Background: an optimization exercise with open tools, aiming at small area and a short achievable clock period. Do not read the settings as production practice. In this exercise RTL edits were held to simulation tests only and were not proved equivalent to the original. In every run shown here, the design's own scripts or RTL, not TritonCTS, make the clock network. The clock input has no modelled driver; a real chip could not lean on it and would need a root buffer or a full tree. Power figures rest on the tool's default switching activity, not on a simulated workload.

## design/flow/flow/run.sh

```bash
#!/bin/bash
# Standard layout with these changes:
# - synthesis: the standard flow's synthesis script, with an area-oriented ABC mapping script
#   (flow/abc_area.script) in place of ORFS's abc_speed.script; everything else
#   (registers, -nofsm -noshare, flattening, renaming) is the standard flow's own;
# - plain buf_2 cells as the port buffers;
# - between placement and routing, flow/post_place.tcl (output isolation, a
#   shallow clock distribution and setup repair) in place of TritonCTS.
# Each tool's output goes to a log of its own here (synth.log, place.log,
# post_place.log, finish.log) besides ORFS's own logs under orfs/logs.
set -euo pipefail
RES=$PWD/orfs/results/sky130hd/rerok_rx/base
# ORFS's scripts folder, with the ABC script replaced, for the synthesis step only
rm -rf scripts
cp -r "$FLOW_HOME/scripts" scripts
cp flow/abc_area.script scripts/abc_speed.script
bash standard.sh SCRIPTS_DIR=$PWD/scripts synth > synth.log 2>&1
export BUFFER_PORTS_ARGS="-buffer_cell sky130_fd_sc_hd__buf_2"
bash standard.sh place > place.log 2>&1
RES=$RES RT_MARGIN=7.38 ISO_MIN=2 NROOT=4 NLEAF=4 LEAF=inv_16 ROOT=inv_8 \
  openroad -no_init -exit flow/post_place.tcl > post_place.log 2>&1
bash standard.sh finish > finish.log 2>&1
```

## design/flow/flow/abc_area.script

```
&get -n
&st
&syn2
&dch
&nf -a
&put
```

## design/flow/flow/post_place.tcl

```tcl
# Runs between placement and routing, in place of TritonCTS.
#
# 1. Output isolation: where the register behind an output port's buffer also
#    drives ISO_MIN or more other pins, those pins get a buf_1 of their own, so
#    that the register drives little more than the port buffer.
# 3. Setup repair (resizing and buffering) aimed at a period of 10 ns less
#    RT_MARGIN, where RT_MARGIN is above 0.
set plat $::env(FLOW_HOME)/platforms/sky130hd
set res $::env(RES)
read_lef $plat/lef/sky130_fd_sc_hd.tlef
read_lef $plat/lef/sky130_fd_sc_hd_merged.lef
read_liberty $plat/lib/sky130_fd_sc_hd__tt_025C_1v80.lib
read_db $res/3_place.odb
read_sdc $res/3_place.sdc
source $plat/setRC.tcl

set block [ord::get_db_block]

# --- output isolation
set iso_min $::env(ISO_MIN)
set n 0
foreach bt [$block getBTerms] {
  if {[$bt getIoType] ne "OUTPUT"} { continue }
  set buf ""
  foreach it [[$bt getNet] getITerms] {
    if {[$it isOutputSignal]} { set buf [$it getInst] }
  }
  if {$buf eq ""} { continue }
  set inet [[$buf findITerm A] getNet]
  set others {}
  foreach it [$inet getITerms] {
    if {[$it isInputSignal] && [$it getInst] ne $buf} {
      lappend others [sta::find_pin "[[$it getInst] getName]/[[$it getMTerm] getName]"]
    }
  }
  if {[llength $others] >= $iso_min} {
    insert_buffer -buffer_cell sky130_fd_sc_hd__buf_1 -net [sta::find_net [$inet getName]] -load_pins $others
    incr n
  }
}
puts "output isolation buffers: $n"

# --- clock distribution
set clknet [$block findNet clk]
$clknet setSigType CLOCK
set nroot $::env(NROOT)
set nleaf $::env(NLEAF)
set leafm [[ord::get_db] findMaster sky130_fd_sc_hd__$::env(LEAF)]
set rootm [[ord::get_db] findMaster sky130_fd_sc_hd__$::env(ROOT)]

proc bisect {pts n axis} {
  if {$n <= 1} { return [list $pts] }
  set pts [lsort -integer -index $axis $pts]
  set h [expr {[llength $pts] / 2}]
  return [concat [bisect [lrange $pts 0 [expr {$h - 1}]] [expr {$n / 2}] [expr {1 - $axis}]] \
                 [bisect [lrange $pts $h end] [expr {$n / 2}] [expr {1 - $axis}]]]
}

proc outterm {inst} {
  set t [$inst findITerm X]
  if {$t eq "NULL"} { set t [$inst findITerm Y] }
  return $t
}

proc drive {name master grp innet} {
  set block [ord::get_db_block]
  set inst [odb::dbInst_create $block $master $name]
  set net [odb::dbNet_create $block ${name}_net]
  $net setSigType CLOCK
  set sx 0
  set sy 0
  foreach e $grp {
    lassign $e x y term
    $term disconnect
    $term connect $net
    incr sx $x
    incr sy $y
  }
  [$inst findITerm A] connect $innet
  [outterm $inst] connect $net
  set cx [expr {$sx / [llength $grp]}]
  set cy [expr {$sy / [llength $grp]}]
  $inst setLocation $cx $cy
  $inst setPlacementStatus PLACED
  return [list $cx $cy [$inst findITerm A]]
}

set pts {}
foreach it [$clknet getITerms] {
  set bb [[$it getInst] getBBox]
  lappend pts [list [expr {([$bb xMin] + [$bb xMax]) / 2}] [expr {([$bb yMin] + [$bb yMax]) / 2}] $it]
}
puts "clock sinks: [llength $pts]"
set leaves {}
set g 0
foreach grp [bisect $pts $nleaf 0] {
  lappend leaves [drive clkleaf_$g $leafm $grp $clknet]
  incr g
}
if {$nroot > 0} {
  set g 0
  foreach grp [bisect $leaves $nroot 0] {
    drive clkroot_$g $rootm $grp $clknet
    incr g
  }
}

detailed_placement
set_propagated_clock [all_clocks]
estimate_parasitics -placement

# 3. Setup repair aimed at a period of 10 ns less RT_MARGIN.
if {$::env(RT_MARGIN) > 0} {
  repair_timing -setup -setup_margin $::env(RT_MARGIN)
  detailed_placement
  estimate_parasitics -placement
}
check_placement -verbose
report_clock_latency
set w 0
foreach pin [all_registers -clock_pins] {
  foreach e {rise fall} { set w [expr {max($w, [get_property $pin slew_max_$e])}] }
}
puts "estimated worst clock pin slew: $w"
report_checks -path_delay max -format end -group_path_count 10
report_checks -path_delay max -fields {fanout cap slew}
write_db $res/4_1_cts.odb
write_sdc -no_timestamp $res/4_cts.sdc
```

## design/flow/standard.sh

```bash
#!/bin/bash
# synth_recipe.tcl (not shown) runs the flow's synth.tcl, then flattens the netlist and writes it again
# the make line also repeats each setting of config.mk as NAME=value (left out here)
make -C /OpenROAD-flow-scripts/flow DESIGN_CONFIG=/design/flow/config.mk WORK_HOME=/design/flow/orfs CLKGATE_MAP_FILE= SYNTH_SCRIPT=/design/flow/synth_recipe.tcl "${@:-finish}"
```

## design/flow/config.mk

```make
export PLATFORM = sky130hd
export DESIGN_NAME = rerok_rx
export DESIGN_NICKNAME = rerok_rx
export VERILOG_FILES = /design/flow/design.v
export SDC_FILE = /design/flow/constraint.sdc
export NUM_CORES = 4
export LEC_CHECK = 0
export CAP_MARGIN = 20
export CORE_AREA = 2.3 2.72 113.62 111.52
export DIE_AREA = 0 0 116.045 116.045
export PLACE_DENSITY = 0.9
export SLEW_MARGIN = 20
```

## design/flow/constraint.sdc

```tcl
create_clock -name core_clock -period 10.0 [get_ports {clk}]
set_input_delay 2.0000 -clock core_clock [delete_from_list [all_inputs] [get_ports {clk}]]
set_output_delay 2.0000 -clock core_clock [all_outputs]
set_load 0.01 [all_outputs]
```

## design/flow/design.v

```verilog
module rerok_rx (
    input  wire        clk,
    input  wire        rst,           
    input  wire        from_board,    
    input  wire        sym_valid,
    input  wire [9:0]  sym,
    output reg         word_valid,
    output wire [5:0]  word_index,
    output wire [31:0] word_data,
    output reg         frame_done,
    output reg  [2:0]  frame_reason,
    output wire [7:0]  frame_type,
    output wire [15:0] frame_seq,
    output wire [7:0]  frame_len
);
    localparam [2:0] R_OK    = 3'd0;
    localparam [2:0] R_CODE  = 3'd1;
    localparam [2:0] R_TYPE  = 3'd2;
    localparam [2:0] R_LEN   = 3'd3;
    localparam [2:0] R_CRC   = 3'd4;
    localparam [2:0] R_FIELD = 3'd5;
    localparam [2:0] S_HUNT  = 3'b000;    
    localparam [2:0] S_COMMA = 3'b001;    
    localparam [2:0] S_HDR   = 3'b100;    
    localparam [2:0] S_PAY   = 3'b101;
    localparam [2:0] S_CRC   = 3'b110;
    localparam [31:0] CRC_RESIDUE = 32'hDEBB20E3;
    function [31:0] crc_byte;
        input [31:0] crc;
        input [7:0]  d;
        integer      k;
        reg   [31:0] c;
        begin
            c = crc;
            for (k = 0; k < 8; k = k + 1) begin
                if (c[0] ^ d[k])
                    c = (c >> 1) ^ 32'hEDB88320;
                else
                    c = c >> 1;
            end
            crc_byte = c;
        end
    endfunction
    reg       in_valid;
    reg       fb;              
    reg       rst_q;           
    reg [9:0] in_sym;
    always @(posedge clk) begin
        in_valid <= sym_valid & ~rst;
        fb       <= from_board;
        rst_q    <= rst;
        in_sym   <= sym;
    end
    reg        rd;             
    wire [5:0] c6 = in_sym[9:4];
    wire [3:0] c4 = in_sym[3:0];
    reg [4:0] dx;
    reg       ok6n, ok6p;
    always @(*) begin
        case (c6)
            6'b000101: begin dx = 5'd23; ok6n = 1'b0; ok6p = 1'b1; end
            6'b000110: begin dx = 5'd8; ok6n = 1'b0; ok6p = 1'b1; end
            6'b000111: begin dx = 5'd7; ok6n = 1'b0; ok6p = 1'b1; end
            6'b001001: begin dx = 5'd27; ok6n = 1'b0; ok6p = 1'b1; end
            6'b001010: begin dx = 5'd4; ok6n = 1'b0; ok6p = 1'b1; end
            6'b001011: begin dx = 5'd20; ok6n = 1'b1; ok6p = 1'b1; end
            6'b001100: begin dx = 5'd24; ok6n = 1'b0; ok6p = 1'b1; end
            6'b001101: begin dx = 5'd12; ok6n = 1'b1; ok6p = 1'b1; end
            6'b001110: begin dx = 5'd28; ok6n = 1'b1; ok6p = 1'b1; end
            6'b010001: begin dx = 5'd29; ok6n = 1'b0; ok6p = 1'b1; end
            6'b010010: begin dx = 5'd2; ok6n = 1'b0; ok6p = 1'b1; end
            6'b010011: begin dx = 5'd18; ok6n = 1'b1; ok6p = 1'b1; end
            6'b010100: begin dx = 5'd31; ok6n = 1'b0; ok6p = 1'b1; end
            6'b010101: begin dx = 5'd10; ok6n = 1'b1; ok6p = 1'b1; end
            6'b010110: begin dx = 5'd26; ok6n = 1'b1; ok6p = 1'b1; end
            6'b010111: begin dx = 5'd15; ok6n = 1'b1; ok6p = 1'b0; end
            6'b011000: begin dx = 5'd0; ok6n = 1'b0; ok6p = 1'b1; end
            6'b011001: begin dx = 5'd6; ok6n = 1'b1; ok6p = 1'b1; end
            6'b011010: begin dx = 5'd22; ok6n = 1'b1; ok6p = 1'b1; end
            6'b011011: begin dx = 5'd16; ok6n = 1'b1; ok6p = 1'b0; end
            6'b011100: begin dx = 5'd14; ok6n = 1'b1; ok6p = 1'b1; end
            6'b011101: begin dx = 5'd1; ok6n = 1'b1; ok6p = 1'b0; end
            6'b011110: begin dx = 5'd30; ok6n = 1'b1; ok6p = 1'b0; end
            6'b100001: begin dx = 5'd30; ok6n = 1'b0; ok6p = 1'b1; end
            6'b100010: begin dx = 5'd1; ok6n = 1'b0; ok6p = 1'b1; end
            6'b100011: begin dx = 5'd17; ok6n = 1'b1; ok6p = 1'b1; end
            6'b100100: begin dx = 5'd16; ok6n = 1'b0; ok6p = 1'b1; end
            6'b100101: begin dx = 5'd9; ok6n = 1'b1; ok6p = 1'b1; end
            6'b100110: begin dx = 5'd25; ok6n = 1'b1; ok6p = 1'b1; end
            6'b100111: begin dx = 5'd0; ok6n = 1'b1; ok6p = 1'b0; end
            6'b101000: begin dx = 5'd15; ok6n = 1'b0; ok6p = 1'b1; end
            6'b101001: begin dx = 5'd5; ok6n = 1'b1; ok6p = 1'b1; end
            6'b101010: begin dx = 5'd21; ok6n = 1'b1; ok6p = 1'b1; end
            6'b101011: begin dx = 5'd31; ok6n = 1'b1; ok6p = 1'b0; end
            6'b101100: begin dx = 5'd13; ok6n = 1'b1; ok6p = 1'b1; end
            6'b101101: begin dx = 5'd2; ok6n = 1'b1; ok6p = 1'b0; end
            6'b101110: begin dx = 5'd29; ok6n = 1'b1; ok6p = 1'b0; end
            6'b110001: begin dx = 5'd3; ok6n = 1'b1; ok6p = 1'b1; end
            6'b110010: begin dx = 5'd19; ok6n = 1'b1; ok6p = 1'b1; end
            6'b110011: begin dx = 5'd24; ok6n = 1'b1; ok6p = 1'b0; end
            6'b110100: begin dx = 5'd11; ok6n = 1'b1; ok6p = 1'b1; end
            6'b110101: begin dx = 5'd4; ok6n = 1'b1; ok6p = 1'b0; end
            6'b110110: begin dx = 5'd27; ok6n = 1'b1; ok6p = 1'b0; end
            6'b111000: begin dx = 5'd7; ok6n = 1'b1; ok6p = 1'b0; end
            6'b111001: begin dx = 5'd8; ok6n = 1'b1; ok6p = 1'b0; end
            6'b111010: begin dx = 5'd23; ok6n = 1'b1; ok6p = 1'b0; end
            default: begin dx = c6[4:0]; ok6n = 1'b0; ok6p = 1'b0; end
        endcase
    end
    wire alt_n = (c6 == 6'b100011) || (c6 == 6'b010011) || (c6 == 6'b001011);
    wire alt_p = (c6 == 6'b110100) || (c6 == 6'b101100) || (c6 == 6'b011100);
    reg [2:0] dy;
    reg       ok4n, ok4p;
    always @(*) begin
        ok4n = 1'b1;
        ok4p = 1'b1;
        case (c4)
            4'b1011: begin dy = 3'd0; ok4p = 1'b0; end
            4'b0100: begin dy = 3'd0; ok4n = 1'b0; end
            4'b1001:       dy = 3'd1;
            4'b0101:       dy = 3'd2;
            4'b1100: begin dy = 3'd3; ok4p = 1'b0; end
            4'b0011: begin dy = 3'd3; ok4n = 1'b0; end
            4'b1101: begin dy = 3'd4; ok4p = 1'b0; end
            4'b0010: begin dy = 3'd4; ok4n = 1'b0; end
            4'b1010:       dy = 3'd5;
            4'b0110:       dy = 3'd6;
            4'b1110: begin dy = 3'd7; ok4p = 1'b0; ok4n = ~alt_n; end
            4'b0111: begin dy = 3'd7; ok4p = 1'b0; ok4n =  alt_n; end
            4'b0001: begin dy = 3'd7; ok4n = 1'b0; ok4p = ~alt_p; end
            4'b1000: begin dy = 3'd7; ok4n = 1'b0; ok4p =  alt_p; end
            default: begin dy = c4[2:0]; ok4n = 1'b0; ok4p = 1'b0; end
        endcase
    end
    wire pos6 = (c6 == 6'b000111) || (c6 == 6'b001111) || (c6 == 6'b010111) || (c6 == 6'b011011) || (c6 == 6'b011101) || (c6 == 6'b011110) ||
                      (c6 == 6'b011111) || (c6 == 6'b100111) || (c6 == 6'b101011) || (c6 == 6'b101101) || (c6 == 6'b101110) || (c6 == 6'b101111) ||
                      (c6 == 6'b110011) || (c6 == 6'b110101) || (c6 == 6'b110110) || (c6 == 6'b110111) || (c6 == 6'b111001) || (c6 == 6'b111010) ||
                      (c6 == 6'b111011) || (c6 == 6'b111100) || (c6 == 6'b111101) || (c6 == 6'b111110) || (c6 == 6'b111111);
    wire neg6 = (c6 == 6'b000000) || (c6 == 6'b000001) || (c6 == 6'b000010) || (c6 == 6'b000011) || (c6 == 6'b000100) || (c6 == 6'b000101) ||
                      (c6 == 6'b000110) || (c6 == 6'b001000) || (c6 == 6'b001001) || (c6 == 6'b001010) || (c6 == 6'b001100) || (c6 == 6'b010000) ||
                      (c6 == 6'b010001) || (c6 == 6'b010010) || (c6 == 6'b010100) || (c6 == 6'b011000) || (c6 == 6'b100000) || (c6 == 6'b100001) ||
                      (c6 == 6'b100010) || (c6 == 6'b100100) || (c6 == 6'b101000) || (c6 == 6'b110000) || (c6 == 6'b111000);
    wire pos4 = (c4 == 4'b0011) || (c4 == 4'b0111) || (c4 == 4'b1011) || (c4 == 4'b1101) || (c4 == 4'b1110) || (c4 == 4'b1111);
    wire neg4 = (c4 == 4'b0000) || (c4 == 4'b0001) || (c4 == 4'b0010) || (c4 == 4'b0100) || (c4 == 4'b1000) || (c4 == 4'b1100);
    wire rd_mid  = pos6 | (rd & ~neg6);
    wire rd_next = pos4 | (rd_mid & ~neg4);
    wire data_n   = ok6n & (pos6 ? ok4p : ok4n);
    wire data_p   = ok6p & (neg6 ? ok4n : ok4p);
    always @(posedge clk) begin
        if (rst_q)
            rd <= 1'b0;
        else if (in_valid)
            rd <= rd_next;
    end
    reg       d_valid;
    reg [7:0] dbyte;           
    reg       is_data;         
    reg       is_comma;        
    always @(posedge clk) begin
        d_valid  <= in_valid & ~rst;
        dbyte    <= {dy, dx};
        is_data  <= rd ? data_p : data_n;
        is_comma <= rd ? (in_sym == 10'b1100000101) : (in_sym == 10'b0011111010);
    end
    reg  [2:0]  state;
    reg  [7:0]  f_type;
    reg  [15:0] f_seq;
    reg  [7:0]  f_len;
    reg  [1:0]  bc;            
    reg  [5:0]  wi;            
    reg  [31:0] crc;
    reg  [31:0] wsr;           
    reg         field_bad;
    reg         crc_end;       
    assign word_index = wi;
    assign word_data  = wsr;
    assign frame_type = f_type;
    assign frame_seq  = f_seq;
    assign frame_len  = f_len;
    reg        t_ok;           
    wire [3:0] t_lo = f_type[3:0];
    wire [5:0] len6 = f_len[5:0];
    reg type_ok;
    always @(*) begin
        case (dbyte)
            8'h03, 8'h06, 8'h09:        type_ok = 1'b1;
            8'h04, 8'h05:               type_ok = fb;
            8'h01, 8'h02, 8'h07, 8'h08: type_ok = ~fb;
            default:                    type_ok = 1'b0;
        endcase
    end
    reg len_ok;
    always @(*) begin
        case (t_lo)
            4'h1:    len_ok = (dbyte == 8'd7);
            4'h2:    len_ok = (dbyte >= 8'd3) && (dbyte <= 8'd33) && dbyte[0];
            4'h3:    len_ok = (dbyte == 8'd2);
            4'h4:    len_ok = (dbyte == 8'd2);
            4'h5:    len_ok = (dbyte >= 8'd3) && (dbyte <= 8'd35);
            4'h6:    len_ok = (dbyte == 8'd3) || (dbyte == 8'd4);
            4'h7:    len_ok = (dbyte == 8'd3);
            4'h8:    len_ok = (dbyte == 8'd4);
            default: len_ok = (dbyte >= 8'd3) && (dbyte <= 8'd19);
        endcase
    end
    wire [5:0] nrep     = wsr[29:24];
    wire [7:0] mgt_stat = wsr[31:24];
    wire [1:0] mgt_op   = wsr[17:16];
    wire [3:0] mgt_cnt  = wsr[23:20];
    wire [5:0] len_m3   = len6 - 6'd3;
    wire [5:0] len_m4   = len6 - 6'd4;
    wire is_sts = (t_lo == 4'h5);
    wire is_hb  = (t_lo == 4'h6);
    wire is_mgt = (t_lo == 4'h9);
    wire len_3  = (len6 == 6'd3);
    wire len_4  = (len6 == 6'd4);
    wire len_nrep = (nrep == len_m3);                  
    wire len_cnt  = ({2'b00, mgt_cnt} == len_m4);      
    reg field_ok;
    always @(*) begin
        field_ok = 1'b1;
        if (fb) begin
            if (is_sts)
                field_ok = len_nrep;
            else if (is_hb)
                field_ok = len_4;
            else if (is_mgt) begin
                if (mgt_stat != 8'd0 || mgt_op == 2'd1)
                    field_ok = len_3;
                else if (mgt_op == 2'd0)
                    field_ok = len_cnt;
            end
        end else begin
            if (is_hb)
                field_ok = len_3;
            else if (is_mgt) begin
                if (mgt_op == 2'd1)
                    field_ok = len_cnt;
                else if (mgt_op == 2'd0)
                    field_ok = len_3;
            end
        end
    end
    wire in_frame  = state[2];
    wire last_word = (wi + 6'd1 == len6);
    always @(posedge clk) begin
        if (d_valid) begin
            crc <= is_comma ? 32'hFFFFFFFF : crc_byte(crc, dbyte);
            bc  <= is_comma ? 2'd0 : bc + 2'd1;
            if (is_comma)
                wi <= 6'd62;
            else if (bc == 2'd0)
                wi <= wi + 6'd1;
            wsr <= {dbyte, wsr[31:8]};
            if (state == S_COMMA) begin
                f_type <= dbyte;
                t_ok   <= type_ok;
            end
            if (state == S_HDR && bc == 2'd1)
                f_seq[7:0] <= dbyte;
            if (state == S_HDR && bc == 2'd2)
                f_seq[15:8] <= dbyte;
            if (state == S_HDR && bc == 2'd3) begin
                f_len <= dbyte;
            end
            if (state == S_PAY && wi == 6'd1 && bc == 2'd3)
                field_bad <= ~field_ok;
        end
    end
    always @(posedge clk) begin
        if (rst_q)
            state <= S_HUNT;
        else if (d_valid) begin
            if (is_comma)
                state <= S_COMMA;
            else if (!is_data)
                state <= S_HUNT;
            else begin
                case (state)
                    S_COMMA:
                        state <= (dbyte == 8'hC5 || dbyte == 8'h50) ? S_HUNT : S_HDR;
                    S_HDR:
                        if (bc == 2'd3)
                            state <= (t_ok && len_ok) ? S_PAY : S_HUNT;
                    S_PAY:
                        if (bc == 2'd3 && last_word)
                            state <= S_CRC;
                    S_CRC:
                        if (bc == 2'd3)
                            state <= S_HUNT;
                    default: ;
                endcase
            end
        end
    end
    always @(posedge clk) begin
        if (rst) begin
            word_valid <= 1'b0;
            frame_done <= 1'b0;
            crc_end    <= 1'b0;
        end else begin
            word_valid <= d_valid && is_data && state == S_PAY && bc == 2'd3;
            crc_end    <= d_valid && is_data && state == S_CRC && bc == 2'd3;
            frame_done <= crc_end ||
                          (d_valid && (is_data ? (state == S_HDR && bc == 2'd3 && !(t_ok && len_ok))
                                               : in_frame));
        end
    end
    always @(posedge clk) begin
        if (crc_end)
            frame_reason <= (crc != CRC_RESIDUE) ? R_CRC :
                            field_bad ? R_FIELD : R_OK;
        else if (!is_data)
            frame_reason <= R_CODE;
        else
            frame_reason <= !t_ok ? R_TYPE : R_LEN;
    end
endmodule
```

==> impl_metrics.json, run 1 <==
{
  "worstPathCellList": "buf_6",
  "drive_above_1_share_pct": 17.0,
  "finalSetupViolCount": 0,
  "ys_ff_latch": 140,
  "drtAntennaViolNets": 0,
  "start_util_pct": 54.5,
  "die-area_um2": 13500,
  "slowest_stage": "edfxtp_1",
  "fill_cells": 856,
  "drc_errors": 0,
  "layout_worst_path_cycle_share_pct": 27.5,
  "drt_iter0_drc": 875,
  "hp-class": "reg -> reg",
  "worstPathRequired_ns": 8.00,
  "grt_max_degree": 76,
  "yosysSeqAreaShare_pct": 58.5,
  "fmax_mhz": 363,
  "gr-total-overflow": 0,
  "ys_warn_count": 1,
  "grt_pass1_wl_um": 26000,
  "grt_antenna_before_repair": 0,
  "wl_per_cell_um": 18.9,
  "crit_path_max_incr_delay_ns": 0.46,
  "power_density_nw_per_um2": 165,
  "status": "no timing/DRC/antenna violations",
  "synth-main-ff-cell": "edfxtp_1",
  "ioPinCount": 89,
  "crit_path_start_kind": "flop",
  "path_delay_family": "flip-flops",
  "critPathCaptureType": "output pin",
  "irDropWorstVdd_mv": 0.0932,
  "gp_congestion": 0.902,
  "finalClockSkew_ns": 0.0112,
  "row_count": 40,
  "maxSlewHeadroom_pct": 44.6,
  "areaGrowthSynthToFinish_pct": 16.7,
  "hold_viol": 0,
  "grt_util_all_layers_pct": 24.2,
  "synth_edf_count": 106,
  "syn_area_per_cell_um2": 11.4,
  "async_reset_ff_share_pct": 0,
  "slew_violations": 0,
  "rsz0062_at_grt": "false",
  "dp_hpwl_um": 10900,
  "worst-path-max-fanout": 2,
  "routed_wl_um": 16900,
  "netlist_area_um2": 6600,
  "die_x_um": 116,
  "die_h_um": 116,
  "io_buffers": 88,
  "path_clk_slew_ns": 0.10,
  "p_leak_nw": 2.76,
  "path_buf_inv": 1,
  "grt_pass1_vias": 5214,
  "routed-via-count": 5432,
  "insertedDiodeCount": 0,
  "core_region_area_um2": 12100,
  "power_mw": 1.27,
  "tightest_slew_ns": 0.829,
  "dr.pass1.iters": 6,
  "ys_types": 57,
  "clk_latency_ns": 0.13,
  "syn_inst": 581,
  "critPathKind": "reg -> out",
  "timing.setup.tns_ns": 0,
  "nNetsFinal": 750,
  "crit_arrival_ns": 0.75,
  "maxCapViolations": 0,
  "syn-num-nets": 605,
  "viasPerCell": 6.09,
  "finalCriticalPeriod_ns": 2.75
}
## synthesized netlist by cell type (4+ instances only)
master,n,area [um^2]
xor2_1,39,342
nand4b_1,4,35.0
a31oi_1,8,50.1
ha_1,10,125
nor4b_1,4,35.0
or2_0,4,25.0
nand2_1,56,210
xnor2_1,42,368
nand2b_1,8,50.1
nor2b_1,6,37.5
nor3_1,14,70.1
a211oi_1,6,45.0
o211ai_1,4,30.0
dfxtp_1,34,681
o31ai_1,4,30.0
a21oi_1,41,205
nand3_1,22,110
edfxtp_1,106,3180
a22oi_1,4,30.0
and3_1,6,37.5
nand4_1,4,25.0
clkinv_1,18,67.6
nor4_1,11,68.8
nor2_1,43,161
o21ai_0,35,175
## per-stage QoR
step           cells  util, %  cell area, um^2  setup slack, ns  hold WS [ns]
2_1_floorplan    581        -             6600             6.69         0.412
3_3_place_gp     838     60.0             7260             7.28         0.428
3_5_place_dp     838     60.0             7260             7.14         0.430
5_1_grt          892     63.6             7700             7.13         0.477
6_report         892     63.6             7700             7.25         0.476
## registers in the layout (all words and copies together) (netlist names), 2 cells and up
name          flops
bc                2
crc              32
dbyte             8
f_len             8
f_seq            16
f_type            8
frame_reason      3
in_sym           10
state             3
wi                6
wsr              32
## final timing paths
| path | from | to | slack, ns | depth (start not counted) |
|---|---|---|---|---|
| setup / recovery | wsr[30] | word_data[30] | 7.25 | 1 |
| hold / removal | wsr[12] | wsr[4] | 0.48 | 0 |
| setup reg to reg | f_len[2] | field_bad | 7.28 | 10 |
| hold reg to reg | wsr[12] | wsr[4] | 0.48 | 0 |
## cell usage in the layout, fill, tap and decap left out, types with 3 or more instances in the layout
cell       instances
edfxtp_1         106
buf_2             85
nand2_1           56
nor2_1            43
a21oi_1           41
xnor2_1           37
xor2_1            36
o21ai_0           35
dfxtp_1           32
buf_1             30
nand3_1           22
clkinv_1          18
buf_4             16
nor3_1            14
nor4_1            11
ha_1              10
a31oi_1            8
nand2b_1           8
nor2b_1            6
a211oi_1           6
and3_1             6
xnor2_2            5
nand4_1            4
nand4b_1           4
nor4b_1            4
o31ai_1            4
o211ai_1           4
or2_0              4
a22oi_1            4
inv_16             4
inv_8              4
buf_6              4
nand3b_1           3
o22ai_1            3
a2111oi_0          3
nor3b_1            3
a31o_1             3
xor2_2             3
## where the power goes
group	switching, mW	leakage [nW]	internal [mW]	total (mW)
registers	0.0461	1.24	0.688	0.734
logic	0.180	1.46	0.130	0.310
clock network	0.183	0.0633	0.0483	0.231
total	0.409	2.76	0.866	1.27
## cell families after synthesis
family,after synthesis,synth area share (%)
AOI/OAI and AO/OA,132,12.4
DFF,140,58.5
xor gates and xnor gates,81,10.7
muxes,2,0.303
and+or+nand+nor,197,15.0
buffers and inverters,18,1.02
adders and majority gates,11,2.05
## metal layers
layer | global-route usage (%) | vias up | share of wire (%)
met3 | 2.51 | 59 | 7.9
met2 | 43.7 | 348 | 51
met4 | 9.76 | 0 | 4.2
li1 | - | 2453 | -
met1 | 29.8 | 2572 | 37
met5 | 0 | - | 0
## area by class of cell
class,instances,area (um^2),share of cell area [%]
Timing Repair Buffer,135,703,9.13
Inverter,26,193,2.50
Tap cell,168,210,2.73
Multi-Input combinational cell,423,2730,35.5
Sequential cell,140,3870,50.2
==> inputs of run 2 (changes only) <==
--- a/design/flow/flow/run.sh
+++ b/design/flow/flow/run.sh
@@ -17,6 +17,6 @@
 bash standard.sh SCRIPTS_DIR=$PWD/scripts synth > synth.log 2>&1
 export BUFFER_PORTS_ARGS="-buffer_cell sky130_fd_sc_hd__buf_2"
 bash standard.sh place > place.log 2>&1
-RES=$RES RT_MARGIN=7.38 ISO_MIN=2 NROOT=4 NLEAF=4 LEAF=inv_16 ROOT=inv_8 \
+RES=$RES RT_MARGIN=7.33 ISO_MIN=1 NROOT=4 NLEAF=4 LEAF=inv_16 ROOT=inv_8 \
   openroad -no_init -exit flow/post_place.tcl > post_place.log 2>&1
 bash standard.sh finish > finish.log 2>&1
--- a/design/flow/config.mk
+++ b/design/flow/config.mk
@@ -8,5 +8,5 @@
 export CAP_MARGIN = 20
 export CORE_AREA = 2.3 2.72 113.62 111.52
 export DIE_AREA = 0 0 116.045 116.045
-export PLACE_DENSITY = 0.9
+export PLACE_DENSITY = 0.8
 export SLEW_MARGIN = 20
==> impl_metrics.json, run 2 <==
{
  "grt_antenna_before_repair": 0,
  "synth_most_common_cell": "edfxtp_1",
  "crit_path_max_incr_delay_ns": 0.44,
  "path_delay_family": "simple AND/OR/NAND/NOR gates",
  "insertedDiodeCount": 0,
  "io_buffers": 88,
  "gr-total-overflow": 0,
  "top_regs": "crc x32, wsr x32, f_seq x16",
  "timing.hold.ws_ns": 0.484,
  "tightest_slew_ns": 0.845,
  "maxSlewHeadroom_pct": 43.6,
  "grt_max_degree": 76,
  "ioPinCount": 89,
  "syn-num-nets": 605,
  "path_clk_slew_ns": 0.11,
  "layout_worst_path_cycle_share_pct": 28.3,
  "finalSetupViolCount": 0,
  "ys_warn_count": 1,
  "drc_errors": 0,
  "dp_hpwl_um": 10700,
  "worst_r2r_endpoint": "field_bad",
  "status": "no timing/DRC/antenna violations",
  "maxCapViolations": 0,
  "hp-class": "reg -> reg",
  "hold_end": "d_valid",
  "worstPathCellList": "buf_1 -> clkinv_1 -> ha_1 -> xnor2_1 -> nand3_1 -> nor4_1 -> nor3_1 -> o21ai_0 -> nand3_1 -> a31o_1",
  "fmax_mhz": 353,
  "path_buf_inv": 2,
  "ys_ff_latch": 140,
  "slew_violations": 0,
  "routed_wl_um": 16300,
  "die-area_um2": 13500,
  "drive_above_1_share_pct": 16.8,
  "finalClockSkew_ns": 0.0113,
  "synth_edf_count": 106,
  "yosysSeqAreaShare_pct": 58.5,
  "row_count": 40,
  "routed-via-count": 5299,
  "synth.top_cells.by_count": "edfxtp_1, nand2_1, nor2_1",
  "dr.pass1.iters": 5,
  "hold_viol": 0,
  "critPathKind": "reg -> reg",
  "clk_latency_ns": 0.13,
  "ys_types": 57,
  "critPathCaptureType": "flop",
  "synth_top_cells_by_area": "edfxtp_1, dfxtp_1, xnor2_1",
  "core_region_area_um2": 12100,
  "grt_pass1_vias": 5070,
  "drt_iter0_drc": 626,
  "hold_depth": 1,
  "start_util_pct": 54.5,
  "layout_commonest_cell": "edfxtp_1",
  "r2r_cells": 10,
  "irDropWorstVdd_mv": 0.118,
  "synth.top_cell.area_share_pct": 48.2,
  "syn_area_per_cell_um2": 11.4,
  "grt_util_all_layers_pct": 23.4,
  "die_h_um": 116,
  "crit_path_start_kind": "flop",
  "wl_per_cell_um": 18.0,
  "netlist_area_um2": 6600,
  "timing.setup.tns_ns": 0,
  "min_from": "in_valid",
  "viasPerCell": 5.85,
  "p_leak_nw": 2.78,
  "drtAntennaViolNets": 0,
  "die_x_um": 116,
  "areaGrowthSynthToFinish_pct": 17.1,
  "r2r_slack_ns": 7.17,
  "worst-path-max-fanout": 3,
  "timing.rr.start": "f_len[3]",
  "synth_top_area_cell": "edfxtp_1",
  "worstPathRequired_ns": 9.89,
  "async_reset_ff_share_pct": 0,
  "synth-main-ff-cell": "edfxtp_1",
  "finalCriticalPeriod_ns": 2.83,
  "syn_inst": 581,
  "power_density_nw_per_um2": 165,
  "nNetsFinal": 764,
  "cp_common_cell": "nand3_1",
  "gp_congestion": 0.910,
  "slowest_stage": "nor4_1",
  "crit_arrival_ns": 2.73,
  "crit_start": "f_len[3]",
  "rsz0062_at_grt": "false",
  "grt_pass1_wl_um": 25100,
  "final_cell_mix": "edfxtp_1, buf_2, nand2_1"
}
[run 2: cell counts after synthesis]
Identical to the previous run, type by type.
[run 2: worst max-delay path by stage]
| stage | endpoint | slack (ns) | depth (start not counted) |
|---|---|---|---|
| 2_1_floorplan | state[0] | 6.69 | 6 |
| 3_3_place_gp | crc[23] | 7.23 | 6 |
| 3_5_place_dp | crc[20] | 7.04 | 6 |
| 5_1_grt | crc[19] | 7.05 | 6 |
| 6_report | field_bad | 7.17 | 10 |
[run 2: kinds of logic (layout without fill, tap and decap cells)]
kind of cell | Yosys count | count (layout) | synth area share (%)
compound gates | 132 | 132 | 12.4
flops | 140 | 140 | 58.5
buf+inv | 18 | 175 | 1.02
mux | 2 | 2 | 0.303
fa+ha+maj | 11 | 11 | 2.05
simple gates | 197 | 197 | 15.0
xor+xnor | 81 | 81 | 10.7
[run 2: layer usage]
layer / routed length (um) / vias up / GRT usage, %
li1: - / 2475 / -
met5: 0 / - / 0
met3: 1050 / 59 / 2.72
met2: 8130 / 254 / 41.9
met4: 626 / 0 / 8.25
met1: 6520 / 2511 / 29.3
[run 2: area by class of cell]
type	count	area, um^2
Tap cell	168	210
Sequential cell	140	3860
Timing Repair Buffer	149	753
Fill cell	922	4380
Multi-Input combinational cell	423	2710
Inverter	26	193
[run 2: metrics by stage]
step	setup slack (ns)	util, %	power, mW	cells	cell area, um^2
after floorplan	6.69	-	0.963	581	6600
final	7.17	63.8	1.27	906	7730
after detailed placement	7.04	60.1	1.04	840	7280
after global routing	7.05	63.8	1.33	906	7730
after global placement	7.23	60.1	1.02	840	7280
[run 2: report_power, final]
group / leakage (nW) / internal, mW / switching [mW] / total, mW
combinational: 1.47 / 0.129 / 0.182 / 0.310
clock: 0.0633 / 0.0484 / 0.184 / 0.232
sequential: 1.24 / 0.688 / 0.0421 / 0.730
total: 2.78 / 0.865 / 0.408 / 1.27
==> inputs of run 3 (changes only) <==
--- a/design/flow/flow/run.sh
+++ b/design/flow/flow/run.sh
@@ -17,6 +17,6 @@
 bash standard.sh SCRIPTS_DIR=$PWD/scripts synth > synth.log 2>&1
 export BUFFER_PORTS_ARGS="-buffer_cell sky130_fd_sc_hd__buf_2"
 bash standard.sh place > place.log 2>&1
-RES=$RES RT_MARGIN=7.33 ISO_MIN=1 NROOT=4 NLEAF=4 LEAF=inv_16 ROOT=inv_8 \
+RES=$RES RT_MARGIN=7.38 ISO_MIN=3 NROOT=4 NLEAF=4 LEAF=inv_16 ROOT=inv_8 \
   openroad -no_init -exit flow/post_place.tcl > post_place.log 2>&1
 bash standard.sh finish > finish.log 2>&1
==> impl_metrics.json, run 3 <==
{
  "p_clk_share_pct": 18.2,
  "crit_arrival_ns": 2.75,
  "power_mw": 1.27,
  "insertedDiodeCount": 0,
  "routed_wl_um": 16000,
  "nNetsFinal": 749,
  "synth_top_cells_by_area": "edfxtp_1, dfxtp_1, xnor2_1",
  "core_region_area_um2": 12100,
  "p_seq_share_pct": 57.3,
  "yosysSeqAreaShare_pct": 58.5,
  "worstPathCellList": "buf_4 -> buf_1 -> clkinv_1 -> ha_1 -> xnor2_1 -> nand3_1 -> nor4_1 -> nor3_1 -> o21ai_0 -> nand3_1 -> a31o_1",
  "gp_congestion": 0.910,
  "routed-via-count": 5278,
  "path_delay_family": "simple AND/OR/NAND/NOR gates",
  "worst-path-max-fanout": 3,
  "maxCapViolations": 0,
  "finalCriticalPeriod_ns": 2.85,
  "grt_pass1_wl_um": 24900,
  "synth.top_cells.by_count": "edfxtp_1, nand2_1, nor2_1",
  "layout_worst_path_cycle_share_pct": 28.5,
  "dr.pass1.iters": 6,
  "grt_util_all_layers_pct": 23.1,
  "rsz0062_at_grt": "false",
  "status": "no timing/DRC/antenna violations",
  "grt_max_degree": 76,
  "path_buf_inv": 3,
  "fmax_mhz": 351,
  "netlist_area_um2": 6600,
  "die-area_um2": 13500,
  "drive_above_1_share_pct": 18.0,
  "drc_errors": 0,
  "p_leak_nw": 2.78,
  "finalSetupViolCount": 0,
  "async_reset_ff_share_pct": 0,
  "areaGrowthSynthToFinish_pct": 16.6,
  "grt_antenna_before_repair": 0,
  "ys_warn_count": 1,
  "final_cell_mix": "edfxtp_1, buf_2, nand2_1",
  "p_sw_mw": 0.407,
  "clk_latency_ns": 0.13,
  "hold_viol": 0,
  "ys_types": 57,
  "synth.top_cell.area_share_pct": 48.2,
  "synth_most_common_cell": "edfxtp_1",
  "tightest_slew_ns": 0.815,
  "power_density_nw_per_um2": 165,
  "timing.setup.tns_ns": 0,
  "layout.cells.non_filler": 891,
  "worstPathRequired_ns": 9.90,
  "slowest_stage": "nor4_1",
  "syn_inst": 581,
  "syn_area_per_cell_um2": 11.4,
  "viasPerCell": 5.92,
  "cp_common_cell": "nand3_1",
  "synth-main-ff-cell": "edfxtp_1",
  "row_count": 40,
  "finalClockSkew_ns": 0.0105,
  "critPathCaptureType": "flop",
  "ys_ff_latch": 140,
  "path_clk_slew_ns": 0.11,
  "critPathKind": "reg -> reg",
  "intPower_mw": 0.866,
  "wl_per_cell_um": 17.9,
  "start_util_pct": 54.5,
  "ioPinCount": 89,
  "dp.cells": 840,
  "crit_path_start_kind": "flop",
  "drt_iter0_drc": 767,
  "hp-class": "reg -> reg",
  "die_h_um": 116,
  "power_frac_comb_pct": 24.5,
  "maxSlewHeadroom_pct": 45.6,
  "top_regs": "crc x32, wsr x32, f_seq x16",
  "synth_edf_count": 106,
  "gr-total-overflow": 0,
  "grt_pass1_vias": 4998,
  "dp_hpwl_um": 10700,
  "layout_commonest_cell": "edfxtp_1",
  "die_x_um": 116,
  "io_buffers": 88,
  "crit_path_max_incr_delay_ns": 0.47,
  "switching_share_pct": 32.0,
  "synth_top_area_cell": "edfxtp_1",
  "irDropWorstVdd_mv": 0.120,
  "slew_violations": 0,
  "drtAntennaViolNets": 0,
  "syn-num-nets": 605
}
==> run 3: cell types whose count changed in the layout (fill, tap and decap cells not counted), sizes merged <==
cell / delta
buf: -15
==> run 3: metal layers <==
metal | vias to the layer above | track usage [%] | part of all wire (%)
met4 | 0 | 6.75 | 2.9
li1 | 2453 | - | -
met5 | - | 0 | 0
met2 | 270 | 41.9 | 51
met1 | 2520 | 29.5 | 40
met3 | 35 | 1.94 | 6.0
==> run 3: worst reg2reg max path: stages (launching register included) <==
cell	delay (ns)
edfxtp_1	0.38
buf_4	0.11
buf_1	0.16
clkinv_1	0.17
ha_1	0.29
xnor2_1	0.24
nand3_1	0.11
nor4_1	0.47
nor3_1	0.11
o21ai_0	0.23
nand3_1	0.12
a31o_1	0.23
==> run 3: layout make-up <==
cell class	count	area, um^2
tap	168	210
timing repair buffer	134	704
inverter	26	193
sequential	140	3870
multi-input combinational	423	2730
fill	933	4410
==> run 3: kinds of logic (layout without fill, tap and decap cells) <==
group,count (synthesis),after routing,synth area share (%)
AOI/OAI and AO/OA,132,132,12.4
xor gates and xnor gates,81,81,10.7
adders and majority gates,11,11,2.05
buffers and inverters,18,160,1.02
DFF,140,140,58.5
muxes,2,2,0.303
and+or+nand+nor,197,197,15.0
==> run 3: path summary, 6_finish.rpt <==
path,slack (ns),end,from,cells after the start
worst max-delay path,7.15,field_bad,f_len[3],11
worst min-delay path,0.46,wsr[3],wsr[11],0
worst max register to register,7.15,field_bad,f_len[3],11
worst min register to register,0.46,wsr[3],wsr[11],0
==> run 3: power groups by stage <==
stage                     Sequential, mW  Clock, mW  Combinational (mW)
after floorplan                    0.732          0               0.232
after global placement             0.739          0               0.285
after detailed placement           0.741          0               0.299
after global routing               0.733      0.251               0.348
final                              0.730      0.232               0.312
==> run 3: per-stage QoR <==
step | setup WS [ns] | hold slack (ns) | area, um^2 | util (%)
finish | 7.15 | 0.464 | 7700 | 63.6
global placement | 7.23 | 0.429 | 7280 | 60.1
global route | 7.07 | 0.480 | 7700 | 63.6
detailed placement | 7.04 | 0.440 | 7280 | 60.1
floorplan | 6.69 | 0.412 | 6600 | -
==> inputs of run 4 (changes only) <==
--- a/design/flow/flow/run.sh
+++ b/design/flow/flow/run.sh
@@ -17,6 +17,6 @@
 bash standard.sh SCRIPTS_DIR=$PWD/scripts synth > synth.log 2>&1
 export BUFFER_PORTS_ARGS="-buffer_cell sky130_fd_sc_hd__buf_2"
 bash standard.sh place > place.log 2>&1
-RES=$RES RT_MARGIN=7.38 ISO_MIN=3 NROOT=4 NLEAF=4 LEAF=inv_16 ROOT=inv_8 \
+RES=$RES RT_MARGIN=7.28 ISO_MIN=2 NROOT=4 NLEAF=4 LEAF=inv_16 ROOT=inv_8 \
   openroad -no_init -exit flow/post_place.tcl > post_place.log 2>&1
 bash standard.sh finish > finish.log 2>&1
==> impl_metrics.json, run 4 <==
{
  "status": "no timing/DRC/antenna violations",
  "dr.pass1.iters": 5,
  "hp-class": "reg -> reg",
  "viasPerCell": 5.84,
  "yosysSeqAreaShare_pct": 58.5,
  "grt_max_degree": 76,
  "gp_congestion": 0.910,
  "insertedDiodeCount": 0,
  "critPathCaptureType": "flop",
  "tightest_slew_ns": 0.922,
  "slew_violations": 0,
  "io_buffers": 88,
  "regArea_um2": 3860,
  "p_leak_nw": 2.67,
  "synth_top_area_cell": "edfxtp_1",
  "multi_input_area_um2": 2700,
  "gr-total-overflow": 0,
  "start_util_pct": 54.5,
  "synth_edf_count": 106,
  "routed_wl_um": 15500,
  "finalSetupViolCount": 0,
  "p_sw_mw": 0.407,
  "synth_top_cells_by_area": "edfxtp_1, dfxtp_1, xnor2_1",
  "clk_latency_ns": 0.13,
  "grt_pass1_vias": 4811,
  "wl_per_cell_um": 17.6,
  "finalCriticalPeriod_ns": 2.77,
  "die-area_um2": 13500,
  "syn_inst": 581,
  "synth_most_common_cell": "edfxtp_1",
  "routed-via-count": 5129,
  "nNetsFinal": 736,
  "drt_iter0_drc": 684,
  "drtAntennaViolNets": 0,
  "final_cell_mix": "edfxtp_1, buf_2, nand2_1",
  "intPower_mw": 0.863,
  "worstPathRequired_ns": 9.88,
  "power_density_nw_per_um2": 168,
  "p_seq_share_pct": 57.4,
  "dp_hpwl_um": 10700,
  "power_frac_comb_pct": 24.2,
  "ys_ff_latch": 140,
  "rsz0062_at_grt": "false",
  "switching_share_pct": 32.0,
  "row_count": 40,
  "worst-path-max-fanout": 13,
  "timing.setup.tns_ns": 0,
  "crit_arrival_ns": 2.65,
  "ys_types": 57,
  "layout_worst_path_cycle_share_pct": 27.7,
  "synth-main-ff-cell": "edfxtp_1",
  "irDropWorstVdd_mv": 0.120,
  "maxSlewHeadroom_pct": 38.5,
  "min_from": "wsr[15]",
  "finalClockSkew_ns": 0.0113,
  "hold_viol": 0,
  "fill_cells": 968,
  "grt_util_all_layers_pct": 22.5,
  "crit_start": "dbyte[3]",
  "netlist_area_um2": 6600,
  "power_mw": 1.27,
  "crit_path_start_kind": "flop",
  "p_clk_share_pct": 18.4,
  "synth.top_cells.by_count": "edfxtp_1, nand2_1, nor2_1",
  "drive_above_1_share_pct": 14.6,
  "syn_area_per_cell_um2": 11.4,
  "fmax_mhz": 362,
  "grt_antenna_before_repair": 0,
  "async_reset_ff_share_pct": 0,
  "timing.rr.start": "dbyte[3]",
  "maxCapViolations": 0,
  "die_x_um": 116,
  "critPathKind": "reg -> reg",
  "path_clk_slew_ns": 0.11,
  "ioPinCount": 89,
  "grt_pass1_wl_um": 24400,
  "die_h_um": 116,
  "core_region_area_um2": 12100,
  "ys_warn_count": 1,
  "layout_commonest_cell": "edfxtp_1",
  "top_regs": "crc x32, wsr x32, f_seq x16",
  "areaGrowthSynthToFinish_pct": 14.2,
  "drc_errors": 0,
  "syn-num-nets": 605,
  "synth.top_cell.area_share_pct": 48.2
}
-- run 4: through the flow --
step | utilization, % | hold WS (ns) | instances | area, um^2 | setup slack (ns)
3_5_place_dp | 60.1 | 0.440 | 840 | 7280 | 7.04
2_1_floorplan | - | 0.412 | 581 | 6600 | 6.69
5_1_grt | 62.3 | 0.477 | 878 | 7540 | 6.95
6_report | 62.3 | 0.461 | 878 | 7540 | 7.23
3_3_place_gp | 60.1 | 0.429 | 840 | 7280 | 7.23
-- run 4: layer usage --
layer / global-route usage (%) / up-vias / part of all wire (%)
met5: 0 / - / 0
met3: 1.73 / 23 / 6.0
met1: 30.1 / 2464 / 41
met4: 4.21 / 0 / 1.8
met2: 40.8 / 216 / 51
li1: - / 2426 / -
-- run 4: final timing paths --
path | depth (start not counted) | slack (ns) | to
max | 6 | 7.23 | crc[19]
min | 0 | 0.46 | wsr[7]
max reg2reg | 6 | 7.23 | crc[19]
min reg2reg | 0 | 0.46 | wsr[7]
-- run 4: cell type report --
class,instances,area share (%)
flip-flops and latches,140,51.3
multi-input cells,423,35.7
well taps,168,2.79
repair buffers,121,7.65
inverters,26,2.56
-- run 4: cell families (layout without fill, tap and decap cells) --
kind of cell	count (synthesis)	after routing	synth area share (%)
fa+ha+maj	11	11	2.05
simple gates	197	197	15.0
flops	140	140	58.5
xor+xnor	81	81	10.7
buf+inv	18	147	1.02
mux	2	2	0.303
compound gates	132	132	12.4
-- run 4: worst max-delay path, stage by stage, from the launching register on --
cell,delay (ns)
dfxtp_1,0.48
xnor2_1,0.76
xor2_1,0.33
xnor2_1,0.52
xor2_1,0.17
a21oi_1,0.18
o21ai_0,0.09
-- run 4: power groups by stage --
stage          Clock [mW]  Sequential [mW]  Combinational, mW
3_3_place_gp            0            0.739              0.285
2_1_floorplan           0            0.732              0.232
5_1_grt             0.253            0.732              0.343
3_5_place_dp            0            0.741              0.299
6_report            0.234            0.729              0.307
==> inputs of run 5 (changes only) <==
--- a/design/flow/flow/run.sh
+++ b/design/flow/flow/run.sh
@@ -17,6 +17,6 @@
 bash standard.sh SCRIPTS_DIR=$PWD/scripts synth > synth.log 2>&1
 export BUFFER_PORTS_ARGS="-buffer_cell sky130_fd_sc_hd__buf_2"
 bash standard.sh place > place.log 2>&1
-RES=$RES RT_MARGIN=7.28 ISO_MIN=2 NROOT=4 NLEAF=4 LEAF=inv_16 ROOT=inv_8 \
+RES=$RES RT_MARGIN=7.38 ISO_MIN=2 NROOT=4 NLEAF=4 LEAF=inv_16 ROOT=inv_8 \
   openroad -no_init -exit flow/post_place.tcl > post_place.log 2>&1
 bash standard.sh finish > finish.log 2>&1
==> design/flow/config.mk (replaced) <==
export PLATFORM = sky130hd
export DESIGN_NAME = rerok_rx
export DESIGN_NICKNAME = rerok_rx
export VERILOG_FILES = /design/flow/design.v
export SDC_FILE = /design/flow/constraint.sdc
export NUM_CORES = 4
export LEC_CHECK = 0
export CAP_MARGIN = 20
export CORE_AREA = 2.3 2.72 101.66 100.64
export DIE_AREA = 0 0 104.1 104.1
export PLACE_DENSITY = 0.85
export SLEW_MARGIN = 20
==> impl_metrics.json, run 5 <==
{
  "status": "no timing/DRC/antenna violations",
  "timing.setup.tns_ns": 0,
  "irDropWorstVdd_mv": 0.145,
  "syn_area_per_cell_um2": 11.4,
  "grt_max_degree": 75,
  "syn_inst": 581,
  "routed_wl_um": 15900,
  "fin_area_um2": 7630,
  "critPathKind": "reg -> out",
  "min_from": "wsr[19]",
  "row_count": 36,
  "crit_arrival_ns": 0.74,
  "hold_depth": 0,
  "crit_path_max_incr_delay_ns": 0.45,
  "ioPinCount": 89,
  "tightest_slew_ns": 0.909,
  "dp_slack_ns": 7.14,
  "gr-total-overflow": 0,
  "worstPathRequired_ns": 8.00,
  "layout_commonest_cell": "edfxtp_1",
  "ys_types": 57,
  "critPathCaptureType": "output pin",
  "timing.hold.ws_ns": 0.467,
  "finalSetupViolCount": 0,
  "path_delay_family": "flip-flops",
  "core_region_area_um2": 9730,
  "worst-path-max-fanout": 2,
  "final_cell_mix": "edfxtp_1, buf_2, nand2_1",
  "power_density_nw_per_um2": 166,
  "async_reset_ff_share_pct": 0,
  "r2r_cells": 11,
  "drt_iter0_drc": 404,
  "p_leak_nw": 2.75,
  "fmax_mhz": 364,
  "ys_ff_latch": 140,
  "routed-via-count": 5368,
  "grt_antenna_before_repair": 0,
  "timing.rr.start": "wi[1]",
  "rsz0062_at_grt": "false",
  "synth-main-ff-cell": "edfxtp_1",
  "crit_path_start_kind": "flop",
  "path_clk_slew_ns": 0.10,
  "gp_congestion": 0.921,
  "die_h_um": 104,
  "synth_top_cells_by_area": "edfxtp_1, dfxtp_1, xnor2_1",
  "nNetsFinal": 750,
  "worstPathCellList": "buf_2",
  "hp-class": "reg -> reg",
  "layout_worst_path_cycle_share_pct": 27.4,
  "ys_warn_count": 1,
  "power_mw": 1.26,
  "yosysSeqAreaShare_pct": 58.5,
  "drtAntennaViolNets": 0,
  "io_buffers": 88,
  "hold_end": "wsr[11]",
  "start_util_pct": 67.9,
  "synth_most_common_cell": "edfxtp_1",
  "syn-num-nets": 605,
  "grt_util_all_layers_pct": 28.3,
  "areaGrowthSynthToFinish_pct": 15.5,
  "dp_hpwl_um": 10400,
  "maxSlewHeadroom_pct": 39.4,
  "maxCapViolations": 0,
  "slew_violations": 0,
  "synth_edf_count": 106,
  "dr.pass1.iters": 6,
  "grt_pass1_wl_um": 25100,
  "drc_errors": 0,
  "finalCriticalPeriod_ns": 2.74,
  "r2r_slack_ns": 7.28,
  "slowest_stage": "edfxtp_1",
  "wl_per_cell_um": 18.6,
  "netlist_area_um2": 6600,
  "path_buf_inv": 1,
  "synth.top_cells.by_count": "edfxtp_1, nand2_1, nor2_1",
  "viasPerCell": 6.26,
  "synth.top_cell.area_share_pct": 48.2,
  "hold_viol": 0,
  "worst_r2r_endpoint": "state[2]",
  "fin_ws_ns": 7.26,
  "top_regs": "crc x32, wsr x32, f_seq x16",
  "finalClockSkew_ns": 0.0137,
  "synth_top_area_cell": "edfxtp_1",
  "clk_latency_ns": 0.13,
  "grt_pass1_vias": 5053,
  "die-area_um2": 10800,
  "drive_above_1_share_pct": 17.0,
  "insertedDiodeCount": 0,
  "dpl-instance-area_um2": 7220,
  "die_x_um": 104
}
[run 5: worst max path at each step]
stage / startpoint / end / slack [ns] / cells after the start
global route: wi[1] / state[2] / 7.07 / 11
finish: f_len[5] / frame_len[5] / 7.26 / 1
global placement: dbyte[1] / crc[20] / 7.25 / 6
floorplan: d_valid / state[0] / 6.69 / 6
detailed placement: dbyte[1] / crc[20] / 7.14 / 6
[run 5: cells by family (layout without fill, tap and decap cells)]
family / count (synthesis) / in the layout / share of synthesized area (%)
XOR/XNOR: 81 / 81 / 10.7
flip-flops: 140 / 140 / 58.5
AO/OA/AOI/OAI: 132 / 132 / 12.4
multiplexers: 2 / 2 / 0.303
AND/OR/NAND/NOR: 197 / 197 / 15.0
adder cells (fa/ha/maj): 11 / 11 / 2.05
buffers and inverters: 18 / 161 / 1.02
[run 5: report_power, final]
part	total [mW]	switching (mW)	leakage [nW]	internal, mW
clock	0.226	0.178	0.0633	0.0482
sequential	0.734	0.0464	1.24	0.688
combinational	0.302	0.174	1.44	0.128
[run 5: metal layers]
layer	part of all wire [%]	vias to the layer above	GRT usage, %
li1	-	2461	-
met1	38	2532	36.4
met2	50	337	50.5
met3	8.9	38	2.69
met4	3.3	0	9.36
met5	0	-	0
[run 5: stage by stage]
step,cells,utilization [%]
6_report,857,78.4
3_3_place_gp,803,74.2
5_1_grt,857,78.4
3_5_place_dp,803,74.2
2_1_floorplan,581,-
[run 5: area by class of cell]
type	instances	area, um^2
Sequential cell	140	3870
Multi-Input combinational cell	423	2720
Fill cell	594	2100
Timing Repair Buffer	135	682
Inverter	26	193
Tap cell	133	166
==> inputs of run 6 (changes only) <==
==> design/flow/config.mk (replaced) <==
export PLATFORM = sky130hd
export DESIGN_NAME = rerok_rx
export DESIGN_NICKNAME = rerok_rx
export VERILOG_FILES = /design/flow/design.v
export SDC_FILE = /design/flow/constraint.sdc
export NUM_CORES = 4
export LEC_CHECK = 0
export CAP_MARGIN = 20
export CORE_AREA = 2.3 2.72 97.98 97.92
export DIE_AREA = 0 0 100.1 100.1
export PLACE_DENSITY = 0.9
export SLEW_MARGIN = 20
==> impl_metrics.json, run 6 <==
{
  "status": "no timing/DRC/antenna violations",
  "path_delay_family": "flip-flops",
  "synth_edf_count": 106,
  "syn_inst": 581,
  "intPower_mw": 0.866,
  "dp_hpwl_um": 10600,
  "multi_input_area_um2": 2740,
  "routed_wl_um": 18100,
  "drtAntennaViolNets": 0,
  "slew_violations": 0,
  "synth_most_common_cell": "edfxtp_1",
  "worst-path-max-fanout": 2,
  "timing.hold.ws_ns": 0.462,
  "crit_end": "word_data[12]",
  "synth_top_cells_by_area": "edfxtp_1, dfxtp_1, xnor2_1",
  "crit_arrival_ns": 0.81,
  "synth-main-ff-cell": "edfxtp_1",
  "clk_latency_ns": 0.13,
  "layout_worst_path_cycle_share_pct": 28.1,
  "crit_path_max_incr_delay_ns": 0.49,
  "grt_pass1_vias": 5292,
  "hold_viol": 0,
  "grt_util_all_layers_pct": 36.0,
  "ys_types": 57,
  "finalCriticalPeriod_ns": 2.81,
  "ys_ff_latch": 140,
  "top_regs": "crc x32, wsr x32, f_seq x16",
  "die-area_um2": 10000,
  "regArea_um2": 3870,
  "gp_congestion": 0.869,
  "netlist_area_um2": 6600,
  "areaGrowthSynthToFinish_pct": 15.4,
  "synth.top_cell.area_share_pct": 48.2,
  "gr-total-overflow": 0,
  "wl_per_cell_um": 21.7,
  "p_sw_mw": 0.421,
  "maxCapViolations": 0,
  "synth_top_area_cell": "edfxtp_1",
  "routed-via-count": 5656,
  "fin_ws_ns": 7.19,
  "worstPathRequired_ns": 8.00,
  "fill_cells": 491,
  "dp_slack_ns": 7.03,
  "timing.rr.start": "f_len[3]",
  "rsz0062_at_grt": "false",
  "synth.top_cells.by_count": "edfxtp_1, nand2_1, nor2_1",
  "worst_r2r_endpoint": "field_bad",
  "grt_pass1_wl_um": 28200,
  "worstPathCellList": "buf_2",
  "crit_start": "wsr[12]",
  "drt_iter0_drc": 625,
  "finalClockSkew_ns": 0.0162,
  "power_mw": 1.29,
  "maxSlewHeadroom_pct": 44.2,
  "drive_above_1_share_pct": 17.6,
  "core_region_area_um2": 9110,
  "drc_errors": 0,
  "timing.setup.tns_ns": 0,
  "ys_warn_count": 1,
  "r2r_slack_ns": 7.20,
  "start_util_pct": 72.5,
  "grt_max_degree": 76,
  "row_count": 35,
  "crit_cells": 1,
  "crit_path_start_kind": "flop",
  "final_cell_mix": "edfxtp_1, buf_2, nand2_1",
  "dr.pass1.iters": 5,
  "die_x_um": 100,
  "die_h_um": 100,
  "grt_antenna_before_repair": 0,
  "nNetsFinal": 749,
  "yosysSeqAreaShare_pct": 58.5,
  "r2r_cells": 11,
  "power_density_nw_per_um2": 169,
  "switching_share_pct": 32.7,
  "layout_commonest_cell": "edfxtp_1",
  "io_buffers": 88,
  "p_clk_share_pct": 18.4,
  "critPathCaptureType": "output pin",
  "irDropWorstVdd_mv": 0.123,
  "syn_area_per_cell_um2": 11.4,
  "p_leak_nw": 2.76,
  "syn-num-nets": 605,
  "ioPinCount": 89,
  "fmax_mhz": 355,
  "slowest_stage": "edfxtp_1",
  "power_frac_comb_pct": 24.4,
  "hp-class": "reg -> reg",
  "insertedDiodeCount": 0,
  "viasPerCell": 6.78,
  "tightest_slew_ns": 0.835,
  "async_reset_ff_share_pct": 0,
  "finalSetupViolCount": 0,
  "critPathKind": "reg -> out",
  "path_buf_inv": 1,
  "p_seq_share_pct": 57.2,
  "path_clk_slew_ns": 0.11
}
==> run 6: cell count changes in the layout (fill, tap and decap cells not counted), sizes merged <==
cell | before | now
buf | 134 | 133
==> run 6: metal layers <==
layer  global-route usage, %  routed length [um]  vias to the layer above
li1                        -                   -                     2453
met1                    46.7                6330                     2629
met2                    61.5                8840                      472
met3                    5.08                1920                      102
met4                    15.3                1010                        0
met5                       0                   0                        -
==> run 6: how the worst min path moves through the flow <==
stage,from,to,slack (ns),depth (start not counted)
2_1_floorplan,crc_end,frame_reason[1],0.41,1
3_3_place_gp,wsr[15],wsr[7],0.43,0
3_5_place_dp,wsr[15],wsr[7],0.44,0
5_1_grt,wsr[15],wsr[7],0.47,0
6_report,wsr[15],wsr[7],0.46,0
==> run 6: final cells by class <==
type / instances / area share [%]
tap: 111 / 1.82
multi-input combinational: 423 / 36.0
timing repair buffer: 134 / 8.90
sequential: 140 / 50.8
inverter: 26 / 2.53
==> run 6: through the flow <==
step / instances / utilization (%) / cell area (um^2)
2_1_floorplan: 581 / - / 6600
3_3_place_gp: 781 / 79.0 / 7190
5_1_grt: 834 / 83.6 / 7620
3_5_place_dp: 781 / 79.0 / 7190
6_report: 834 / 83.6 / 7620
==> run 6: cell families after synthesis <==
logic type,count (synthesis),share of synthesized area [%]
and+or+nand+nor,197,15.0
DFF,140,58.5
AOI/OAI and AO/OA,132,12.4
xor gates and xnor gates,81,10.7
buffers and inverters,18,1.02
adders and majority gates,11,2.05
muxes,2,0.303
==> run 6: power groups by stage <==
| stage | logic (mW) | registers (mW) | clock network, mW |
|---|---|---|---|
| final | 0.315 | 0.736 | 0.236 |
| after floorplan | 0.232 | 0.732 | 0 |
| after global placement | 0.279 | 0.743 | 0 |
| after detailed placement | 0.295 | 0.745 | 0 |
| after global routing | 0.348 | 0.739 | 0.255 |
==> inputs of run 7 (changes only) <==
==> design/flow/config.mk (replaced) <==
export PLATFORM = sky130hd
export DESIGN_NAME = rerok_rx
export DESIGN_NICKNAME = rerok_rx
export VERILOG_FILES = /design/flow/design.v
export SDC_FILE = /design/flow/constraint.sdc
export NUM_CORES = 4
export LEC_CHECK = 0
export CAP_MARGIN = 20
export CORE_AREA = 2.3 2.72 105.8 106.08
export DIE_AREA = 0 0 108.1 108.1
export PLACE_DENSITY = 0.8
export SLEW_MARGIN = 20
==> impl_metrics.json, run 7 <==
{
  "timing.hold.ws_ns": 0.460,
  "async_reset_ff_share_pct": 0,
  "dp_slack_ns": 7.06,
  "drtAntennaViolNets": 0,
  "wl_per_cell_um": 18.4,
  "die_x_um": 108,
  "routed-via-count": 5281,
  "timing.rr.start": "f_len[3]",
  "tightest_slew_ns": 0.845,
  "hp-class": "reg -> reg",
  "syn-num-nets": 605,
  "grt_pass1_wl_um": 24500,
  "p_leak_nw": 2.74,
  "viasPerCell": 6.13,
  "crit_arrival_ns": 0.74,
  "synth-main-ff-cell": "edfxtp_1",
  "ioPinCount": 89,
  "row_count": 38,
  "gr-total-overflow": 0,
  "die_h_um": 108,
  "dp_hpwl_um": 10400,
  "drive_above_1_share_pct": 16.8,
  "netlist_area_um2": 6600,
  "slew_violations": 0,
  "crit_path_start_kind": "flop",
  "path_buf_inv": 1,
  "hold_depth": 1,
  "path_clk_slew_ns": 0.11,
  "dpl-instance-area_um2": 7230,
  "irDropWorstVdd_mv": 0.122,
  "r2r_cells": 10,
  "fmax_mhz": 365,
  "crit_path_max_incr_delay_ns": 0.44,
  "slowest_stage": "edfxtp_1",
  "worstPathCellList": "buf_2",
  "areaGrowthSynthToFinish_pct": 15.4,
  "path_delay_family": "flip-flops",
  "core_region_area_um2": 10700,
  "insertedDiodeCount": 0,
  "die-area_um2": 11700,
  "hold_end": "d_valid",
  "synth_top_cells_by_area": "edfxtp_1, dfxtp_1, xnor2_1",
  "synth_most_common_cell": "edfxtp_1",
  "maxCapViolations": 0,
  "intPower_mw": 0.865,
  "r2r_slack_ns": 7.35,
  "gp_congestion": 0.870,
  "fill_cells": 751,
  "synth.top_cells.by_count": "edfxtp_1, nand2_1, nor2_1",
  "maxSlewHeadroom_pct": 43.6,
  "ys_types": 57,
  "p_sw_mw": 0.404,
  "worst_r2r_endpoint": "field_bad",
  "nNetsFinal": 747,
  "crit_cells": 1,
  "layout_worst_path_cycle_share_pct": 27.4,
  "rsz0062_at_grt": "false",
  "critPathCaptureType": "output pin",
  "critPathKind": "reg -> out",
  "worst-path-max-fanout": 2,
  "hold_viol": 0,
  "layout_commonest_cell": "edfxtp_1",
  "top_regs": "crc x32, wsr x32, f_seq x16",
  "grt_antenna_before_repair": 0,
  "fin_area_um2": 7620,
  "p_clk_share_pct": 18.2,
  "min_from": "in_valid",
  "drc_errors": 0,
  "ys_warn_count": 1,
  "dr.pass1.iters": 5,
  "fin_ws_ns": 7.26,
  "yosysSeqAreaShare_pct": 58.5,
  "power_density_nw_per_um2": 166,
  "p_seq_share_pct": 57.9,
  "routed_wl_um": 15800,
  "final_cell_mix": "edfxtp_1, buf_2, nand2_1",
  "finalSetupViolCount": 0,
  "switching_share_pct": 31.8,
  "timing.setup.tns_ns": 0,
  "grt_max_degree": 76,
  "ys_ff_latch": 140,
  "grt_util_all_layers_pct": 26.1,
  "start_util_pct": 61.7,
  "drt_iter0_drc": 559,
  "finalClockSkew_ns": 0.0146,
  "status": "no timing/DRC/antenna violations",
  "power_frac_comb_pct": 23.8,
  "clk_latency_ns": 0.13,
  "synth_edf_count": 106,
  "grt_pass1_vias": 5040,
  "io_buffers": 88,
  "syn_inst": 581,
  "worstPathRequired_ns": 8.00,
  "finalCriticalPeriod_ns": 2.74,
  "syn_area_per_cell_um2": 11.4,
  "synth.top_cell.area_share_pct": 48.2,
  "layout.cells.non_filler": 861,
  "synth_top_area_cell": "edfxtp_1",
  "dp.cells": 810
}
-- run 7: cell counts after synthesis --
No cell type changed its count.
-- run 7: area by class of cell --
cell class	count	area, um^2	area share (%)
timing repair buffer	132	663	8.70
sequential	140	3870	50.7
tap	140	175	2.30
multi-input combinational	423	2730	35.7
inverter	26	193	2.53
-- run 7: worst max-delay path by stage --
stage	endpoint	startpoint	slack, ns
after floorplan	state[0]	d_valid	6.69
after global placement	crc[20]	dbyte[1]	7.24
after detailed placement	crc[23]	dbyte[1]	7.06
after global routing	field_bad	f_len[3]	7.22
final	frame_len[5]	f_len[5]	7.26
-- run 7: power by group through the flow --
stage	registers (mW)	logic [mW]	clock network, mW
after global routing	0.739	0.332	0.253
final	0.735	0.302	0.231
after detailed placement	0.746	0.291	0
after floorplan	0.732	0.232	0
after global placement	0.743	0.279	0
-- run 7: cell families (layout without fill, tap and decap cells) --
kind of cell / Yosys count / after routing / synth area share (%)
AND/OR/NAND/NOR: 197 / 197 / 15.0
flip-flops: 140 / 140 / 58.5
AO/OA/AOI/OAI: 132 / 132 / 12.4
XOR/XNOR: 81 / 81 / 10.7
buffers and inverters: 18 / 158 / 1.02
adder cells (fa/ha/maj): 11 / 11 / 2.05
multiplexers: 2 / 2 / 0.303
-- run 7: metal layers --
layer	vias to the layer above	part of all wire (%)	track usage [%]
met5	-	0	0
met4	0	3.2	9.34
met3	47	7.7	2.65
met2	283	50	46.5
met1	2506	39	33.3
li1	2445	-	-
-- run 7: stage by stage --
| stage | power [mW] | utilization, % |
|---|---|---|
| floorplan | 0.963 | - |
| global placement | 1.02 | 67.6 |
| detailed placement | 1.04 | 67.6 |
| global route | 1.32 | 71.3 |
| finish | 1.27 | 71.3 |

-- port drivers added, routing unchanged --
The flow's constraints put no driver on any port. The routed layouts listed below were extracted and timed again, unchanged, in two steps. Step 1 sets driving cells, clkbuf_16 on the clock port and buf_2 on the other inputs (assumed; they add their load-dependent delay and slew). Step 2, shift: input delay + t, output delay - t, t = (earliest + latest rising clock arrival at the registers) / 2. This alone moves slack from input paths to output paths. a / b / c = no drivers / after step 1 / after step 2; a / b = the first two.
| run | t, ns | setup slack, ns | worst data-port slew with drivers (ns) | cell pins on the clock port's net |
|---|---|---|---|---|
| run 1 | 0.254 | 7.247 / 7.119 / 7.282 | 0.03 | 4 |
| run 2 | 0.254 | 7.167 / 7.122 / 7.167 | 0.03 | 4 |
| run 3 | 0.252 | 7.149 / 7.134 / 7.149 | 0.04 | 4 |
| run 4 | 0.255 | 7.234 / 7.133 / 7.234 | 0.03 | 4 |
| run 5 | 0.249 | 7.256 / 7.129 / 7.275 | 0.03 | 4 |
| run 6 | 0.256 | 7.186 / 7.057 / 7.197 | 0.05 | 4 |
| run 7 | 0.251 | 7.258 / 7.130 / 7.349 | 0.03 | 4 |
After both steps every run listed still meets setup and hold.
